Background: an optimization exercise with open tools, aiming at small area, a short achievable clock period and few clock cycles per item. Do not read the settings as production practice.
Only simulation tests tie the RTL to the original design; equivalence was not proved.

--- design.v ---
module cefu (
    input             clk,
    input             rst,
    input             in_valid,
    output            in_ready,
    input      [1:0]  in_op,
    input      [15:0] in_a,
    input      [15:0] in_b,
    output reg        out_valid,
    output reg [15:0] out_res,
    output reg [15:0] out_res2,
    output reg        out_z,
    output reg        out_n,
    output reg        out_v
);
    localparam OP_SINCOS = 2'd0;
    localparam OP_DIV    = 2'd1;
    localparam OP_SQRT   = 2'd2;
    function [14:0] qrom(input [8:0] i);
        case (i)
        9'd0: qrom = 15'd0;
        9'd1: qrom = 15'd201;
        9'd2: qrom = 15'd402;
        9'd3: qrom = 15'd603;
        9'd4: qrom = 15'd804;
        9'd5: qrom = 15'd1005;
        9'd6: qrom = 15'd1206;
        9'd7: qrom = 15'd1407;
        9'd8: qrom = 15'd1608;
        9'd9: qrom = 15'd1809;
        9'd10: qrom = 15'd2009;
        9'd11: qrom = 15'd2210;
        9'd12: qrom = 15'd2410;
        9'd13: qrom = 15'd2611;
        9'd14: qrom = 15'd2811;
        9'd15: qrom = 15'd3012;
        9'd16: qrom = 15'd3212;
        9'd17: qrom = 15'd3412;
        9'd18: qrom = 15'd3612;
        9'd19: qrom = 15'd3811;
        9'd20: qrom = 15'd4011;
        9'd21: qrom = 15'd4210;
        9'd22: qrom = 15'd4410;
        9'd23: qrom = 15'd4609;
        9'd24: qrom = 15'd4808;
        9'd25: qrom = 15'd5007;
        9'd26: qrom = 15'd5205;
        9'd27: qrom = 15'd5404;
        9'd28: qrom = 15'd5602;
        9'd29: qrom = 15'd5800;
        9'd30: qrom = 15'd5998;
        9'd31: qrom = 15'd6195;
        9'd32: qrom = 15'd6393;
        9'd33: qrom = 15'd6590;
        9'd34: qrom = 15'd6786;
        9'd35: qrom = 15'd6983;
        9'd36: qrom = 15'd7179;
        9'd37: qrom = 15'd7375;
        9'd38: qrom = 15'd7571;
        9'd39: qrom = 15'd7767;
        9'd40: qrom = 15'd7962;
        9'd41: qrom = 15'd8157;
        9'd42: qrom = 15'd8351;
        9'd43: qrom = 15'd8545;
        9'd44: qrom = 15'd8739;
        9'd45: qrom = 15'd8933;
        9'd46: qrom = 15'd9126;
        9'd47: qrom = 15'd9319;
        9'd48: qrom = 15'd9512;
        9'd49: qrom = 15'd9704;
        9'd50: qrom = 15'd9896;
        9'd51: qrom = 15'd10087;
        9'd52: qrom = 15'd10278;
        9'd53: qrom = 15'd10469;
        9'd54: qrom = 15'd10659;
        9'd55: qrom = 15'd10849;
        9'd56: qrom = 15'd11039;
        9'd57: qrom = 15'd11228;
        9'd58: qrom = 15'd11417;
        9'd59: qrom = 15'd11605;
        9'd60: qrom = 15'd11793;
        9'd61: qrom = 15'd11980;
        9'd62: qrom = 15'd12167;
        9'd63: qrom = 15'd12353;
        9'd64: qrom = 15'd12539;
        9'd65: qrom = 15'd12725;
        9'd66: qrom = 15'd12910;
        9'd67: qrom = 15'd13094;
        9'd68: qrom = 15'd13279;
        9'd69: qrom = 15'd13462;
        9'd70: qrom = 15'd13645;
        9'd71: qrom = 15'd13828;
        9'd72: qrom = 15'd14010;
        9'd73: qrom = 15'd14191;
        9'd74: qrom = 15'd14372;
        9'd75: qrom = 15'd14553;
        9'd76: qrom = 15'd14732;
        9'd77: qrom = 15'd14912;
        9'd78: qrom = 15'd15090;
        9'd79: qrom = 15'd15269;
        9'd80: qrom = 15'd15446;
        9'd81: qrom = 15'd15623;
        9'd82: qrom = 15'd15800;
        9'd83: qrom = 15'd15976;
        9'd84: qrom = 15'd16151;
        9'd85: qrom = 15'd16325;
        9'd86: qrom = 15'd16499;
        9'd87: qrom = 15'd16673;
        9'd88: qrom = 15'd16846;
        9'd89: qrom = 15'd17018;
        9'd90: qrom = 15'd17189;
        9'd91: qrom = 15'd17360;
        9'd92: qrom = 15'd17530;
        9'd93: qrom = 15'd17700;
        9'd94: qrom = 15'd17869;
        9'd95: qrom = 15'd18037;
        9'd96: qrom = 15'd18204;
        9'd97: qrom = 15'd18371;
        9'd98: qrom = 15'd18537;
        9'd99: qrom = 15'd18703;
        9'd100: qrom = 15'd18868;
        9'd101: qrom = 15'd19032;
        9'd102: qrom = 15'd19195;
        9'd103: qrom = 15'd19357;
        9'd104: qrom = 15'd19519;
        9'd105: qrom = 15'd19680;
        9'd106: qrom = 15'd19841;
        9'd107: qrom = 15'd20000;
        9'd108: qrom = 15'd20159;
        9'd109: qrom = 15'd20317;
        9'd110: qrom = 15'd20475;
        9'd111: qrom = 15'd20631;
        9'd112: qrom = 15'd20787;
        9'd113: qrom = 15'd20942;
        9'd114: qrom = 15'd21096;
        9'd115: qrom = 15'd21250;
        9'd116: qrom = 15'd21403;
        9'd117: qrom = 15'd21554;
        9'd118: qrom = 15'd21705;
        9'd119: qrom = 15'd21856;
        9'd120: qrom = 15'd22005;
        9'd121: qrom = 15'd22154;
        9'd122: qrom = 15'd22301;
        9'd123: qrom = 15'd22448;
        9'd124: qrom = 15'd22594;
        9'd125: qrom = 15'd22739;
        9'd126: qrom = 15'd22884;
        9'd127: qrom = 15'd23027;
        9'd128: qrom = 15'd23170;
        9'd129: qrom = 15'd23311;
        9'd130: qrom = 15'd23452;
        9'd131: qrom = 15'd23592;
        9'd132: qrom = 15'd23731;
        9'd133: qrom = 15'd23870;
        9'd134: qrom = 15'd24007;
        9'd135: qrom = 15'd24143;
        9'd136: qrom = 15'd24279;
        9'd137: qrom = 15'd24413;
        9'd138: qrom = 15'd24547;
        9'd139: qrom = 15'd24680;
        9'd140: qrom = 15'd24811;
        9'd141: qrom = 15'd24942;
        9'd142: qrom = 15'd25072;
        9'd143: qrom = 15'd25201;
        9'd144: qrom = 15'd25329;
        9'd145: qrom = 15'd25456;
        9'd146: qrom = 15'd25582;
        9'd147: qrom = 15'd25708;
        9'd148: qrom = 15'd25832;
        9'd149: qrom = 15'd25955;
        9'd150: qrom = 15'd26077;
        9'd151: qrom = 15'd26198;
        9'd152: qrom = 15'd26319;
        9'd153: qrom = 15'd26438;
        9'd154: qrom = 15'd26556;
        9'd155: qrom = 15'd26674;
        9'd156: qrom = 15'd26790;
        9'd157: qrom = 15'd26905;
        9'd158: qrom = 15'd27019;
        9'd159: qrom = 15'd27133;
        9'd160: qrom = 15'd27245;
        9'd161: qrom = 15'd27356;
        9'd162: qrom = 15'd27466;
        9'd163: qrom = 15'd27575;
        9'd164: qrom = 15'd27683;
        9'd165: qrom = 15'd27790;
        9'd166: qrom = 15'd27896;
        9'd167: qrom = 15'd28001;
        9'd168: qrom = 15'd28105;
        9'd169: qrom = 15'd28208;
        9'd170: qrom = 15'd28310;
        9'd171: qrom = 15'd28411;
        9'd172: qrom = 15'd28510;
        9'd173: qrom = 15'd28609;
        9'd174: qrom = 15'd28706;
        9'd175: qrom = 15'd28803;
        9'd176: qrom = 15'd28898;
        9'd177: qrom = 15'd28992;
        9'd178: qrom = 15'd29085;
        9'd179: qrom = 15'd29177;
        9'd180: qrom = 15'd29268;
        9'd181: qrom = 15'd29358;
        9'd182: qrom = 15'd29447;
        9'd183: qrom = 15'd29534;
        9'd184: qrom = 15'd29621;
        9'd185: qrom = 15'd29706;
        9'd186: qrom = 15'd29791;
        9'd187: qrom = 15'd29874;
        9'd188: qrom = 15'd29956;
        9'd189: qrom = 15'd30037;
        9'd190: qrom = 15'd30117;
        9'd191: qrom = 15'd30195;
        9'd192: qrom = 15'd30273;
        9'd193: qrom = 15'd30349;
        9'd194: qrom = 15'd30424;
        9'd195: qrom = 15'd30498;
        9'd196: qrom = 15'd30571;
        9'd197: qrom = 15'd30643;
        9'd198: qrom = 15'd30714;
        9'd199: qrom = 15'd30783;
        9'd200: qrom = 15'd30852;
        9'd201: qrom = 15'd30919;
        9'd202: qrom = 15'd30985;
        9'd203: qrom = 15'd31050;
        9'd204: qrom = 15'd31113;
        9'd205: qrom = 15'd31176;
        9'd206: qrom = 15'd31237;
        9'd207: qrom = 15'd31297;
        9'd208: qrom = 15'd31356;
        9'd209: qrom = 15'd31414;
        9'd210: qrom = 15'd31470;
        9'd211: qrom = 15'd31526;
        9'd212: qrom = 15'd31580;
        9'd213: qrom = 15'd31633;
        9'd214: qrom = 15'd31685;
        9'd215: qrom = 15'd31736;
        9'd216: qrom = 15'd31785;
        9'd217: qrom = 15'd31833;
        9'd218: qrom = 15'd31880;
        9'd219: qrom = 15'd31926;
        9'd220: qrom = 15'd31971;
        9'd221: qrom = 15'd32014;
        9'd222: qrom = 15'd32057;
        9'd223: qrom = 15'd32098;
        9'd224: qrom = 15'd32137;
        9'd225: qrom = 15'd32176;
        9'd226: qrom = 15'd32213;
        9'd227: qrom = 15'd32250;
        9'd228: qrom = 15'd32285;
        9'd229: qrom = 15'd32318;
        9'd230: qrom = 15'd32351;
        9'd231: qrom = 15'd32382;
        9'd232: qrom = 15'd32412;
        9'd233: qrom = 15'd32441;
        9'd234: qrom = 15'd32469;
        9'd235: qrom = 15'd32495;
        9'd236: qrom = 15'd32521;
        9'd237: qrom = 15'd32545;
        9'd238: qrom = 15'd32567;
        9'd239: qrom = 15'd32589;
        9'd240: qrom = 15'd32609;
        9'd241: qrom = 15'd32628;
        9'd242: qrom = 15'd32646;
        9'd243: qrom = 15'd32663;
        9'd244: qrom = 15'd32678;
        9'd245: qrom = 15'd32692;
        9'd246: qrom = 15'd32705;
        9'd247: qrom = 15'd32717;
        9'd248: qrom = 15'd32728;
        9'd249: qrom = 15'd32737;
        9'd250: qrom = 15'd32745;
        9'd251: qrom = 15'd32752;
        9'd252: qrom = 15'd32757;
        9'd253: qrom = 15'd32761;
        9'd254: qrom = 15'd32765;
        9'd255: qrom = 15'd32766;
        9'd256: qrom = 15'd32767;
        default: qrom = 15'd0;
        endcase
    endfunction
    function [15:0] sq(input [14:0] x);
        reg [8:0]  i;
        reg [5:0]  f;
        reg [14:0] q0, q1;
        reg [14:0] prod;
        begin
            i    = x[14:6];
            f    = x[5:0];
            q0   = qrom(i);
            q1   = qrom(i + 9'd1);
            prod = (q1 - q0) * f + 15'd32;
            if (i == 9'd256)
                sq = 16'd32767;
            else
                sq = {1'b0, q0} + {7'd0, prod[14:6]};
        end
    endfunction
    function [15:0] sine(input [15:0] u);
        reg [14:0] x;
        reg [15:0] m;
        begin
            x    = u[14] ? (15'd16384 - {1'b0, u[13:0]}) : {1'b0, u[13:0]};
            m    = sq(x);
            sine = u[15] ? (16'd0 - m) : m;
        end
    endfunction
    reg        busy;
    reg [1:0]  op;
    reg [4:0]  cnt;
    reg [15:0] a_r;
    reg [15:0] b_r;
    reg        neg;         
    reg [16:0] nb;          
    reg        ovf;         
    reg [17:0] rem;         
    reg [29:0] sh;          
    reg [16:0] q;           
    reg [15:0] sin_r;       
    assign in_ready = !busy;
    wire accept = in_valid && in_ready;
    wire [16:0] abs_a = in_a[15] ? (17'd0 - {1'b1, in_a}) : {1'b0, in_a};
    wire [16:0] abs_b = in_b[15] ? (17'd0 - {1'b1, in_b}) : {1'b0, in_b};
    wire [17:0] div_t   = {rem[16:0], sh[29]};
    wire        div_ge  = div_t >= {1'b0, nb};
    wire [19:0] sqr_t   = {rem, sh[29:28]};
    wire [19:0] sqr_try = {1'b0, q[16:0], 2'b01};
    wire        sqr_ge  = sqr_t >= sqr_try;
    wire [15:0] cos_now = sine(a_r + 16'h4000);
    task finish(input [15:0] r, input [15:0] r2, input v);
        begin
            out_valid <= 1'b1;
            out_res   <= r;
            out_res2  <= r2;
            out_z     <= (r == 16'd0);
            out_n     <= r[15];
            out_v     <= v;
            busy      <= 1'b0;
        end
    endtask
    always @(posedge clk) begin
        if (rst) begin
            busy      <= 1'b0;
            out_valid <= 1'b0;
        end else begin
            out_valid <= 1'b0;
            if (accept) begin
                busy <= 1'b1;
                op   <= in_op;
                a_r  <= in_a;
                b_r  <= in_b;
                cnt  <= 5'd0;
                neg  <= in_a[15] ^ in_b[15];
                nb   <= abs_b;
                ovf  <= {2'b00, abs_a} >= {abs_b, 2'b00};
                q    <= 17'd0;
                if (in_op == OP_DIV) begin
                    rem <= {3'd0, abs_a[16:2]};
                    sh  <= {abs_a[1:0], 28'd0};
                end else begin
                    rem <= 18'd0;
                    sh  <= {in_a[14:0], 15'd0};
                end
            end else if (busy) begin
                cnt <= cnt + 5'd1;
                case (op)
                    OP_SINCOS: begin
                        if (cnt == 5'd0)
                            sin_r <= sine(a_r);
                        else
                            finish(sin_r, cos_now, 1'b0);
                    end
                    OP_DIV: begin
                        if (b_r == 16'd0) begin
                            finish(a_r == 16'd0 ? 16'h0000 :
                                   a_r[15] ? 16'h8000 : 16'h7FFF, 16'd0, 1'b1);
                        end else if (ovf) begin
                            finish(neg ? 16'h8000 : 16'h7FFF, 16'd0, 1'b1);
                        end else if (cnt == 5'd17) begin
                            if (!neg)
                                finish(q > 17'd32767 ? 16'h7FFF : q[15:0], 16'd0, q > 17'd32767);
                            else
                                finish(q > 17'd32768 ? 16'h8000 : 16'd0 - q[15:0], 16'd0, q > 17'd32768);
                        end else begin
                            rem <= div_ge ? div_t - {1'b0, nb} : div_t;
                            sh  <= {sh[28:0], 1'b0};
                            q   <= {q[15:0], div_ge};
                        end
                    end
                    default: begin  
                        if (a_r[15]) begin
                            finish(16'd0, 16'd0, 1'b1);
                        end else if (cnt == 5'd15) begin
                            finish(q[15:0], 16'd0, 1'b0);
                        end else begin
                            rem <= sqr_ge ? sqr_t - sqr_try : sqr_t;
                            sh  <= {sh[27:0], 2'b00};
                            q   <= {q[15:0], sqr_ge};
                        end
                    end
                endcase
            end
        end
    end
endmodule
--- run.sh ---
#!/bin/bash
# synth_recipe.tcl (not shown) runs the flow's synth.tcl, then flattens the netlist and writes it again
# the make line also repeats each setting of config.mk as NAME=value (left out here)
make -C /OpenROAD-flow-scripts/flow DESIGN_CONFIG=/design/flow/config.mk WORK_HOME=/design/flow/orfs CLKGATE_MAP_FILE= SYNTH_SCRIPT=/design/flow/synth_recipe.tcl finish
--- config.mk ---
export PLATFORM = sky130hd
export DESIGN_NAME = cefu
export DESIGN_NICKNAME = cefu
export VERILOG_FILES = /design/flow/design.v
export SDC_FILE = /design/flow/constraint.sdc
export NUM_CORES = 4
export LEC_CHECK = 0
export CAP_MARGIN = 20
export CORE_MARGIN = 2
export CORE_UTILIZATION = 30
export PLACE_DENSITY = 0.6
export SLEW_MARGIN = 20
export SYNTH_MEMORY_MAX_BITS = 16384
--- constraint.sdc ---
create_clock -name core_clock -period 12.0 [get_ports {clk}]
set_input_delay 2.4000 -clock core_clock [delete_from_list [all_inputs] [get_ports {clk}]]
set_output_delay 2.4000 -clock core_clock [all_outputs]
set_load 0.01 [all_outputs]
==> results.txt <==
cell families (layout without fill, tap and decap cells):
family          Yosys count  count (layout)  synth area share
buf+inv                 655            1307            0.0740
fa+ha+maj               308             308             0.132
simple gates           1658            1658             0.222
other cells               1               3          0.000110
mux                      56              56            0.0203
xor+xnor                204             205            0.0546
compound gates         1818            1818             0.358
flops                   159             159             0.139
per-layer routing:
metal / global-route usage / wire length, microns / up-vias
li1: - / - / 19507
met1: 0.387 / 71500 / 20968
met2: 0.476 / 82000 / 2894
met3: 0.0388 / 17100 / 765
met4: 0.187 / 14300 / 0
met5: 0 / 0 / -
area by class of cell:
class,count,area share
Antenna cell,1,0.0000550
Clock inverter,15,0.00366
Tap cell,1500,0.0412
Timing Repair Buffer,1076,0.200
Inverter,199,0.0171
Clock buffer,17,0.00935
Sequential cell,159,0.104
Multi-Input combinational cell,4047,0.624
repair_timing:
item / in CTS / in global routing
pin swaps: 1 / 94
cloned: 0 / 7
setup endpoints to repair: 13 / 15
buffers inserted: 0 / 82
gates resized for setup: 12 / 263
registers in the layout (all words and copies together) (netlist names), 2 cells and up:
register	flops
a_r	16
out_res2	16
cnt	5
sin_r	16
nb	17
op	2
b_r	15
rem	18
sh	15
out_res	15
q	17
through the flow:
stage | worst slack, ns | hold slack [ns] | utilization | cell area, sq um | std cells
floorplan | 0.00147 | 0.464 | - | 34600 | 4860
global placement | -0.170 | 0.495 | 0.381 | 43000 | 6894
detailed placement | -0.228 | 0.505 | 0.381 | 43000 | 6894
CTS | 0.00103 | 0.526 | 0.387 | 43600 | 6926
global route | -0.221 | 0.549 | 0.404 | 45500 | 7014
finish | 0.323 | 0.523 | 0.404 | 45500 | 7014
path summary, 6_finish.rpt:
path                            depth (start not counted)                    endpoint  slack (ns)             start
worst max register to register                         48  out_res2[13]$_SDFFCE_PN0P_        0.32  a_r[0]$_DFFE_PP_
worst min register to register                          1             busy$_SDFF_PP0_        0.52   busy$_SDFF_PP0_
worst max-delay path                                   48  out_res2[13]$_SDFFCE_PN0P_        0.32  a_r[0]$_DFFE_PP_
worst min-delay path                                    1             busy$_SDFF_PP0_        0.52   busy$_SDFF_PP0_
Yosys cell counts (all sizes together) (131+ instances only):
| cell | count |
|---|---|
| a21oi | 409 |
| nor3 | 145 |
| o21ai | 395 |
| xnor2 | 147 |
| a211oi | 131 |
| nor2 | 512 |
| inv | 192 |
| o211ai | 160 |
| clkbuf | 367 |
| edfxtp | 157 |
| nand3 | 158 |
| ha | 223 |
| nand2 | 547 |
==> out/results.txt <==
core area: 113,000 sq um
clock skew: 0.0113 ns
Die H: 341 microns
overflow left after global routing: 0
Final Hold Viols: 0
num ports: 74
Vias per Instance: 6.29
PortBufs: 73
CP Class: flip-flop to flip-flop
first drt pass iteration count: 6
Seq cells post-synth: 159
area delta synth->final: 33.4%
synth warn: 1
share of the synthesized area in the top cell type: 0.138
largest cells by area after synthesis: edfxtp_1 (14%), ha_1 (8.2%), a21oi_1 (6.0%)
# Max-Cap Violations: 0
startpoint types: flip-flop
multi-input logic area: 28,400 sq um
Final Slew Violations: 0
register area: 4750 sq um
vias in the first global route: 41,199
Vias: 44,134
unrepaired setup endpoints after global routing: yes
Worst EP required: 12.20 ns
sequential share of the synthesized area: 0.139
most frequent cells in the layout: buf_4 (918), nand2_1 (530), nor2_1 (488), a21oi_1 (382), o21ai_0 (353)
Worst-Skew Late Latency: 0.46 ns
layout cells sized above 1: 0.245
slowest CP cell: or4_1
routed len/inst: 26.3 microns
CTS Buf Count: 17
buffers and inverters on the worst path: 14
commonest non-fill, non-tap cell in the layout: buf_4
delay-heaviest family, CP: adder cells
Synth Area per Inst: 7.02 sq um
Post-synth EDFFs: 157
Post-DRT Antenna Nets: 0
largest net degree at the start of global routing: 78
asr flop ratio synth: 0
initial core utilization: 0.303
Rel. slew slack: 0.267
CP Data Arrival Time: 11.88 ns
Setup TNS: 0 ns
FP Rows: 123
DR DRC count: 0
Filler Cell Count: 11,720
Worst-Margin Slew: 1.08 ns
CTS Sinks: 159
worst-path maximum fanout: 30
initial drt markers: 5,787
CP endpoint kind: flip-flop
clk buf depth: 2
final number of setup-violating endpoints: 0
area of the mapped netlist: 34,100 sq um
CTS Root Cell: clkbuf_16
Gate Count Post-Synth: 4,859
outcome: no timing/DRC/antenna violations
Die Span X: 341 microns
gr usage total: 0.300
CP peak stage delay: 0.55 ns
die area: 116,000 sq um
post-DP HPWL: 141,000 microns
post-layout net count: 5,845
initial antenna violation count: 1
Tmin final: 11.68 ns
Tcrit/Tclk final: 0.973
Routed WL: 185,000 microns
cell taking the most area after synthesis: edfxtp_1
# hold bufs at CTS: 0
H-tree levels: 4
Max Freq: 0.0856 GHz
Worst-path clk slew: 0.07 ns
TritonCTS clock tree: built
HP Class: flip-flop to flip-flop
Netlist cell types: 108
Top FF cell, synth: edfxtp_1
Routability Congestion: 1.02
first-pass GRT wire length: 270,000 microns
Testbench counts, summed over its fixed seeds: cycles 46,930, ops 4,000.

## static timing again, ports no longer ideal
How much do the figures lean on ideal ports? The routed layout below was timed once more, with nothing changed but the port constraints. Step 1 sets driving cells, clkbuf_16 on the clock port and buf_2 on the other inputs (assumed; they add their load-dependent delay and slew). Step 2, shift: input delay + t, output delay - t, t = (earliest + latest rising clock arrival at the registers) / 2. This alone moves slack from input paths to output paths. a / b / c = ideal ports / drivers / drivers and shift; a / b = the first two.
shift t [ns]: 0.490
setup slack, ns: 0.323 / 0.323 / 0.323
worst setup path after step 2: register to register
slew at the worst register clock pin (ns): 0.08 / 0.08
worst data-port slew with drivers (ns): 0.06
After both steps this run still meets setup and hold. The setup slack of this run moves by 0.000 ns with the drivers and by 0.000 ns with both steps.
